Background: an optimization exercise with open tools, aiming at small area. Do not read the settings as production practice.
RTL that was checked went through simulation tests only; none was proved equivalent to the original.

==> run C <==
// ecc_dec
module ecc_dec (
    input  wire         clk,
    input  wire         rst,
    input  wire         in_valid,
    input  wire [639:0] line_in,
    input  wire [45:0]  addr,
    output reg          out_valid,
    output reg  [511:0] data_out,
    output reg          err,
    output reg  [2:0]   kind,
    output reg  [3:0]   device,
    output reg  [7:0]   syn0,
    output reg  [7:0]   syn1,
    output reg  [7:0]   swmask
);
==> module ecc_dec, before the edit <==
module ecc_dec (
    input  wire         clk,
    input  wire         rst,
    input  wire         in_valid,
    input  wire [639:0] line_in,
    input  wire [45:0]  addr,
    output reg          out_valid,
    output reg  [511:0] data_out,
    output reg          err,
    output reg  [2:0]   kind,
    output reg  [3:0]   device,
    output reg  [7:0]   syn0,
    output reg  [7:0]   syn1,
    output reg  [7:0]   swmask
);
    function [7:0] xtime;
        input [7:0] b;
        xtime = {b[6:0], 1'b0} ^ (b[7] ? 8'h1D : 8'h00);
    endfunction
    wire [63:0] ad = {18'd0, addr};
    reg [63:0]  s0, s1;
    reg [7:0]   acc, u;
    reg [79:0]  nz;         
    reg [7:0]   clean;
    reg [9:0]   rest_name;  
    reg [9:0]   all_name;   
    reg         all_clean, is_ce, mark0, is_mark;
    reg [3:0]   dev_c;
    reg [2:0]   kind_c;
    reg [7:0]   syn0_c, syn1_c;
    reg         found;
    reg         en;
    reg [511:0] data_c;
    integer j, k;
    always @(*) begin
        for (j = 0; j < 8; j = j + 1) begin
            s0[8*j +: 8] = ad[8*j +: 8];
            acc = 8'h00;
            for (k = 9; k >= 0; k = k - 1) begin
                s0[8*j +: 8] = s0[8*j +: 8] ^ line_in[8*(10*j+k) +: 8];
                acc = xtime(acc) ^ line_in[8*(10*j+k) +: 8];
            end
            s1[8*j +: 8] = acc;
            clean[j] = ~|{s0[8*j +: 8], s1[8*j +: 8]};
            u = s0[8*j +: 8];
            for (k = 0; k < 10; k = k + 1) begin
                nz[10*j+k] = |(s1[8*j +: 8] ^ u);
                u = xtime(u);
            end
        end
        for (k = 0; k < 10; k = k + 1) begin
            rest_name[k] = 1'b1;
            for (j = 1; j < 8; j = j + 1)
                rest_name[k] = rest_name[k] & ~nz[10*j+k];
            all_name[k] = rest_name[k] & ~nz[k];
        end
        all_clean = &clean;
        is_ce     = !all_clean && (|all_name);
        mark0     = (s0[7:0] == 8'h00) && (s1[7:0] >= 8'd1) && (s1[7:0] <= 8'd5);
        is_mark   = mark0 && (|rest_name);
        dev_c = 4'd0;
        if (!all_clean)
            for (k = 0; k < 10; k = k + 1)
                if (all_name[k]) dev_c = dev_c | k[3:0];
        if (all_clean || is_ce) kind_c = 3'd0;
        else if (is_mark)       kind_c = s1[2:0] + 3'd1;
        else                    kind_c = 3'd1;
        syn0_c = 8'h00;
        syn1_c = 8'h00;
        found  = 1'b0;
        for (j = 0; j < 8; j = j + 1) begin
            if (!found) begin
                syn0_c = s0[8*j +: 8];
                syn1_c = s1[8*j +: 8];
            end
            found = found | !clean[j];
        end
        for (j = 0; j < 8; j = j + 1)
            for (k = 0; k < 8; k = k + 1) begin
                if (j == 0) en = all_name[k];
                else        en = rest_name[k] & (~nz[k] | mark0);
                data_c[8*(8*j+k) +: 8] = line_in[8*(10*j+k) +: 8] ^ (en ? s0[8*j +: 8] : 8'h00);
            end
    end
    always @(posedge clk) begin
        if (rst) out_valid <= 1'b0;
        else     out_valid <= in_valid;
        data_out <= data_c;
        err      <= !all_clean;
        kind     <= kind_c;
        device   <= dev_c;
        syn0     <= syn0_c;
        syn1     <= syn1_c;
        swmask   <= ~clean;
    end
endmodule
Settings: LEC_CHECK=0, CAP_MARGIN=20, CORE_MARGIN=2, CORE_UTILIZATION=65, GPL_TIMING_DRIVEN=0, PLACE_DENSITY=0.75, SLEW_MARGIN=20; clock period 6.0 ns.
run.sh (not shown) runs the stock make flow with config.mk's settings and CLKGATE_MAP_FILE= SYNTH_SCRIPT=/design/flow/synth_recipe.tcl, a recipe that flattens the netlist after the stock synthesis.
==> run G (differences from run C) <==
--- a/flow/design.v
+++ b/flow/design.v
@@ -25,11 +25,10 @@
     reg [9:0]   rest_name;  
     reg [9:0]   all_name;   
     reg         all_clean, is_ce, mark0, is_mark;
-    reg [3:0]   dev_c;
+    reg [3:0]   ce_dev, rest_dev, cdev_c;
     reg [2:0]   kind_c;
     reg [7:0]   syn0_c, syn1_c;
     reg         found;
-    reg         en;
     reg [511:0] data_c;
     integer j, k;
     always @(*) begin
@@ -47,6 +46,8 @@
                 nz[10*j+k] = |(s1[8*j +: 8] ^ u);
                 u = xtime(u);
             end
+            for (k = 0; k < 8; k = k + 1)
+                data_c[8*(8*j+k) +: 8] = line_in[8*(10*j+k) +: 8];
         end
         for (k = 0; k < 10; k = k + 1) begin
             rest_name[k] = 1'b1;
@@ -58,10 +59,13 @@
         is_ce     = !all_clean && (|all_name);
         mark0     = (s0[7:0] == 8'h00) && (s1[7:0] >= 8'd1) && (s1[7:0] <= 8'd5);
         is_mark   = mark0 && (|rest_name);
-        dev_c = 4'd0;
-        if (!all_clean)
-            for (k = 0; k < 10; k = k + 1)
-                if (all_name[k]) dev_c = dev_c | k[3:0];
+        ce_dev   = 4'd0;
+        rest_dev = 4'd0;
+        for (k = 0; k < 10; k = k + 1) begin
+            if (all_name[k])  ce_dev   = ce_dev   | k[3:0];
+            if (rest_name[k]) rest_dev = rest_dev | k[3:0];
+        end
+        cdev_c = is_ce ? ce_dev : rest_dev;
         if (all_clean || is_ce) kind_c = 3'd0;
         else if (is_mark)       kind_c = s1[2:0] + 3'd1;
         else                    kind_c = 3'd1;
@@ -75,22 +79,38 @@
             end
             found = found | !clean[j];
         end
-        for (j = 0; j < 8; j = j + 1)
-            for (k = 0; k < 8; k = k + 1) begin
-                if (j == 0) en = all_name[k];
-                else        en = rest_name[k] & (~nz[k] | mark0);
-                data_c[8*(8*j+k) +: 8] = line_in[8*(10*j+k) +: 8] ^ (en ? s0[8*j +: 8] : 8'h00);
-            end
     end
+    reg [511:0] data_r;
+    reg [63:0]  s0_r;
+    reg [3:0]   cdev_r;    
+    reg [2:0]   kind_r;
+    reg [7:0]   swmask_r, syn0_r, syn1_r;
     always @(posedge clk) begin
         if (rst) out_valid <= 1'b0;
         else     out_valid <= in_valid;
-        data_out <= data_c;
-        err      <= !all_clean;
-        kind     <= kind_c;
-        device   <= dev_c;
-        syn0     <= syn0_c;
-        syn1     <= syn1_c;
-        swmask   <= ~clean;
+        data_r   <= data_c;
+        s0_r     <= s0;
+        cdev_r   <= cdev_c;
+        kind_r   <= kind_c;
+        swmask_r <= ~clean;
+        syn0_r   <= syn0_c;
+        syn1_r   <= syn1_c;
+    end
+    reg       fix, ce_r;
+    reg [7:0] en;
+    always @(*) begin
+        fix = (kind_r != 3'd1);                
+        for (k = 0; k < 8; k = k + 1)
+            en[k] = fix && (cdev_r == k);
+        for (j = 0; j < 8; j = j + 1)
+            for (k = 0; k < 8; k = k + 1)
+                data_out[8*(8*j+k) +: 8] = data_r[8*(8*j+k) +: 8] ^ (en[k] ? s0_r[8*j +: 8] : 8'h00);
+        err    = |swmask_r;
+        ce_r   = err && (kind_r == 3'd0);
+        device = ce_r ? cdev_r : 4'd0;
+        kind   = kind_r;
+        syn0   = syn0_r;
+        syn1   = syn1_r;
+        swmask = swmask_r;
     end
 endmodule
==> flow/flow/run.sh (new file) <==
#!/bin/bash
# Standard layout with two changes: the port buffers are buf_1 cells (the
# resizer upsizes those on critical paths), and the 3-input xor/xnor cells
# are left out (two 2-input cells are smaller).
export BUFFER_PORTS_ARGS="-buffer_cell sky130_fd_sc_hd__buf_1"
bash standard.sh "DONT_USE_CELLS=sky130_fd_sc_hd__probe_p_8 sky130_fd_sc_hd__probec_p_8 sky130_fd_sc_hd__lpflow_bleeder_1 sky130_fd_sc_hd__lpflow_clkbufkapwr_1 sky130_fd_sc_hd__lpflow_clkbufkapwr_16 sky130_fd_sc_hd__lpflow_clkbufkapwr_2 sky130_fd_sc_hd__lpflow_clkbufkapwr_4 sky130_fd_sc_hd__lpflow_clkbufkapwr_8 sky130_fd_sc_hd__lpflow_clkinvkapwr_1 sky130_fd_sc_hd__lpflow_clkinvkapwr_16 sky130_fd_sc_hd__lpflow_clkinvkapwr_2 sky130_fd_sc_hd__lpflow_clkinvkapwr_4 sky130_fd_sc_hd__lpflow_clkinvkapwr_8 sky130_fd_sc_hd__lpflow_decapkapwr_12 sky130_fd_sc_hd__lpflow_decapkapwr_3 sky130_fd_sc_hd__lpflow_decapkapwr_4 sky130_fd_sc_hd__lpflow_decapkapwr_6 sky130_fd_sc_hd__lpflow_decapkapwr_8 sky130_fd_sc_hd__lpflow_inputiso0n_1 sky130_fd_sc_hd__lpflow_inputiso0p_1 sky130_fd_sc_hd__lpflow_inputiso1n_1 sky130_fd_sc_hd__lpflow_inputiso1p_1 sky130_fd_sc_hd__lpflow_inputisolatch_1 sky130_fd_sc_hd__lpflow_isobufsrc_1 sky130_fd_sc_hd__lpflow_isobufsrc_16 sky130_fd_sc_hd__lpflow_isobufsrc_2 sky130_fd_sc_hd__lpflow_isobufsrc_4 sky130_fd_sc_hd__lpflow_isobufsrc_8 sky130_fd_sc_hd__lpflow_isobufsrckapwr_16 sky130_fd_sc_hd__lpflow_lsbuf_lh_hl_isowell_tap_1 sky130_fd_sc_hd__lpflow_lsbuf_lh_hl_isowell_tap_2 sky130_fd_sc_hd__lpflow_lsbuf_lh_hl_isowell_tap_4 sky130_fd_sc_hd__lpflow_lsbuf_lh_isowell_4 sky130_fd_sc_hd__lpflow_lsbuf_lh_isowell_tap_1 sky130_fd_sc_hd__lpflow_lsbuf_lh_isowell_tap_2 sky130_fd_sc_hd__lpflow_lsbuf_lh_isowell_tap_4 sky130_fd_sc_hd__xor3_1 sky130_fd_sc_hd__xor3_2 sky130_fd_sc_hd__xor3_4 sky130_fd_sc_hd__xnor3_1 sky130_fd_sc_hd__xnor3_2 sky130_fd_sc_hd__xnor3_4" finish > standard.log 2>&1
==> flow/standard.sh (new file) <==
#!/bin/bash
# synth_recipe.tcl (not shown) runs the flow's synth.tcl, then flattens the netlist and writes it again
# the make line also repeats each setting of config.mk as NAME=value (left out here)
make -C /OpenROAD-flow-scripts/flow DESIGN_CONFIG=/design/flow/config.mk WORK_HOME=/design/flow/orfs CLKGATE_MAP_FILE= SYNTH_SCRIPT=/design/flow/synth_recipe.tcl "${@:-finish}"
- CORE_AREA: unset -> 2 2 348 348
- CORE_MARGIN: 2 -> unset
- CORE_UTILIZATION: 65 -> unset
- DIE_AREA: unset -> 0 0 350 350
- GPL_TIMING_DRIVEN: 0 -> unset
- PLACE_DENSITY: 0.75 -> 0.6
removed: flow/run.sh
==> out/metrics.yaml <==
synth_area_leaders: "xnor2_1 (30%), dfxtp_1 (23%), xnor3_1 (16%)"
haltStage: "3_2_place_iop"
synth_top_area_share_pct: 30.23
start_util_pct: 65.80
synthAdderAreaFrac_pct: 0.07952
stop_error: "[ERROR PPL-0024] Number of IO pins (1234) exceeds maximum number of available positions (984). Increase the die perimeter from 1093.90um to 1678.24um."
synth.top_cells.by_count: "xnor2_1 (1629), dfxtp_1 (545), xor2_1 (484)"
synth_area_per_cell_um2: 10.52
die_w_um: 273.5
outcome: "did not finish"
ys_seq_elements: 545
synth_xor_area_share_pct: 60.67
std_cell_rows: 98
-- figures above: run C

==> out/metrics.yaml <==
synth.top_cells.by_count: "xnor2_1 (2255), dfxtp_1 (608), nand2_1 (547)"
std_cell_rows: 126
die_w_um: 350
ys_seq_elements: 608
synth_area_leaders: "xnor2_1 (45%), dfxtp_1 (28%), xor2_1 (9.0%)"
synth_area_per_cell_um2: 9.166
hold_end: "data_r[271]"
outcome: "complete, no violations"
gp_congestion: 1.095
synthAdderAreaFrac_pct: 0.08553
start_util_pct: 37.07
-- figures above: run G

No functional check of the RTL was part of run G.

==> static timing again, ports no longer ideal <==
The results above use ideal ports. As a check the final layout listed here was re-extracted and re-timed, cells and wires unchanged. Step 1 sets driving cells, clkbuf_16 on the clock port and buf_2 on the other inputs (assumed; they add their load-dependent delay and slew). Step 2 times the ports against the registers' clock, not the clock port: input delays grow and output delays shrink by t, the midpoint of the rising clock arrivals with the driver on. Slacks: no drivers / after step 1 / after step 2; pairs: no drivers / after step 1.
run: run G
t, ns: 0.744
setup slack, ns: 0.457 / 0.505 / -0.238
worst setup path at the end: input to register
slew at the worst register clock pin (ns): 0.07 / 0.07
With both steps, setup timing fails in run G, where it was met with ideal ports. For run G, drivers alone change the setup slack by +0.048 ns; drivers and shift together by -0.695 ns.
